Background: an optimization exercise with open tools, aiming at small area, a short achievable clock period and few clock cycles per item. Do not read the settings as production practice.
Function was checked by simulation only, so behaviour that the tests miss may differ from the original.
Power is estimated from default activity; no workload was simulated.

== maple ==
// wte_sha384
module wte_sha384 (
    input  wire         clk,
    input  wire         rst,           
    input  wire         in_valid,
    output wire         in_ready,
    input  wire [63:0]  in_word,
    input  wire         in_first,      
    input  wire         in_last,       
    output wire         out_valid,
    input  wire         out_ready,
    output wire [383:0] out_digest
);
clock: 11.0 ns
lec_check: 0
abc_area: 1
cap_margin: 40
core_margin: 2
core_utilization: 40
slew_margin: 40
synth_memory_max_bits: 16384
standard.sh (not shown) runs the stock make flow with config.mk's settings and CLKGATE_MAP_FILE= SYNTH_SCRIPT=/design/flow/synth_recipe.tcl, a recipe that flattens the netlist after the stock synthesis.
==> flow/flow/run.sh <==
#!/bin/bash
set -euo pipefail
bash standard.sh SETUP_SLACK_MARGIN=7.2 finish > standard_flow.log 2>&1
maple: full flow OK, the timing, DRC and antenna checks passed
Testbench counts of maple, summed over its fixed seeds: cycles 202,356, blocks 2,407.
Here is what was changed in the inputs of harbor compared with maple.
diff --git a/flow/design.v b/flow/design.v
--- a/flow/design.v
+++ b/flow/design.v
@@ -290,19 +290,19 @@
         iv_e = ({64{oh[0]}} & IV7) | ({64{oh[1]}} & IV6) |
                ({64{oh[2]}} & IV5) | ({64{oh[3]}} & IV4);
     endfunction
     wire [63:0] hop_a = iv_a(fcj_a) | ({64{fxa_a}} & x0);
     wire [63:0] hop_e = iv_e(fcj) | ({64{fxa}} & y0);
     wire [63:0] sum_e = add_sk(rl64 ? ss1 : hop_e, rl64 ? ws : h);
-    wire [63:0] sum_a = add_bk(hop_a, d);
+    wire [63:0] sum_a = add_sk(hop_a, d);
     integer i;
     always @(posedge clk) begin
         for (i = 0; i < 15; i = i + 1)
             w[i] <= w[i + 1];
         w[15] <= rl64 ? sum_e : (rdy ? in_word : w[0]);
-        ws <= add_bk(q1s, q1c);
+        ws <= add_sk(q1s, q1c);
         q  <= add_sk(p2s, p2c);
     end
     always @(posedge clk) begin
         b <= a;
         c <= b;
         d <= c;
Notes after the runs:
Of the two candidates, maple has the better synthesized area and harbor the worse one. The count of multi-input gates number comes out lower for maple vs harbor. harbor: synthesized cell count 1301 above maple. Combinational share of power in harbor is 1.9 points below maple. Delta (harbor minus maple): xor/xnor share of the synthesized area went down 0.46 points, sequential fraction of design power shows an increase of 1.1 points, maximum operating frequency went up by 3.1%, power dissipated by switching net loads now smaller, length in cells of the worst reg-to-reg path dropped 16. Compared with maple, harbor ends up with a larger final cell area. Number of buffers created by CTS | harbor above maple.
Testbench counts of harbor, summed over its fixed seeds: cycles 202,356, blocks 2,407.

--- another note on this design; it stands on its own ---

// wte_sha384
module wte_sha384 (
    input  wire         clk,
    input  wire         rst,           
    input  wire         in_valid,
    output wire         in_ready,
    input  wire [63:0]  in_word,
    input  wire         in_first,      
    input  wire         in_last,       
    output wire         out_valid,
    input  wire         out_ready,
    output wire [383:0] out_digest
);
Size in the first run: about 100000 um2 of cells after synthesis.
export LEC_CHECK = 0
export ABC_AREA = 1
export CAP_MARGIN = 40
export CORE_MARGIN = 2
export CORE_UTILIZATION = 50
export CTS_CLUSTER_DIAMETER = 80
export CTS_CLUSTER_SIZE = 30
export PLACE_DENSITY = 0.72
export SLEW_MARGIN = 40
export SYNTH_MEMORY_MAX_BITS = 16384
create_clock -name core_clock -period 11.0 [get_ports {clk}]
standard.sh (not shown) runs the stock make flow with config.mk's settings and CLKGATE_MAP_FILE= SYNTH_SCRIPT=/design/flow/synth_recipe.tcl, a recipe that flattens the netlist after the stock synthesis.
==> flow/flow/run.sh <==
#!/bin/bash
set -euo pipefail
bash standard.sh SETUP_SLACK_MARGIN=7.2 finish > standard_flow.log 2>&1
The starting point finished clean.
Testbench counts at the start, summed over its fixed seeds: cycles 202,356, blocks 2,407.
Change:
--- a/flow/config.mk
+++ b/flow/config.mk
@@ -10,3 +10,3 @@
 export CORE_MARGIN = 2
-export CORE_UTILIZATION = 50
+export CORE_UTILIZATION = 40
 export CTS_CLUSTER_DIAMETER = 80
Outcome: The changed run passed the timing, DRC and antenna checks; global-route usage fell by 9.6 points; synthesized cell count is unchanged; die area climbs by about 25%; non-clock buffer count is lower by 66; clock power barely changes; flip-flop and latch count does not change; total power shrinks by 2.5%; via count shrinks by 2.1%.

-- afterwards: timing with drivers on the ports --
No port has a modelled driver above. Below, the same layouts with a new extraction and two added sets of constraints. Step 1, drivers: a clkbuf_16 drives clk and a buf_2 each remaining input, both assumed. Step 2 moves the port delays by t, midway between the first and last clock arrival at a register: inputs arrive t later, outputs are due t later. That takes back most of the time a late clock gives input paths. Three values: ideal, step 1, step 2; two values: the first two.
run | shift t [ns] | setup WS [ns] | hold slack, ns | worst setup path after step 2 | latest minus earliest clock arrival (ns)
maple | 0.988 | 7.025 / 7.007 / 6.443 | 0.254 / 0.254 / 0.254 | input to register | 0.100 / 0.099
harbor | 0.997 | 7.144 / 7.037 / 6.688 | 0.247 / 0.247 / 0.247 | input to register | 0.111 / 0.110
the first run of note 2 | 0.933 | 7.178 / 7.075 / 6.634 | 0.294 / 0.294 / 0.294 | input to register | 0.056 / 0.055
the second run of note 2 | 0.931 | 7.109 / 7.018 / 6.621 | 0.259 / 0.259 / 0.259 | input to register | 0.111 / 0.111
After both steps setup and hold are still met in every run listed. For maple, which loses most, drivers alone change the setup slack by -0.018 ns; drivers and shift together by -0.582 ns.
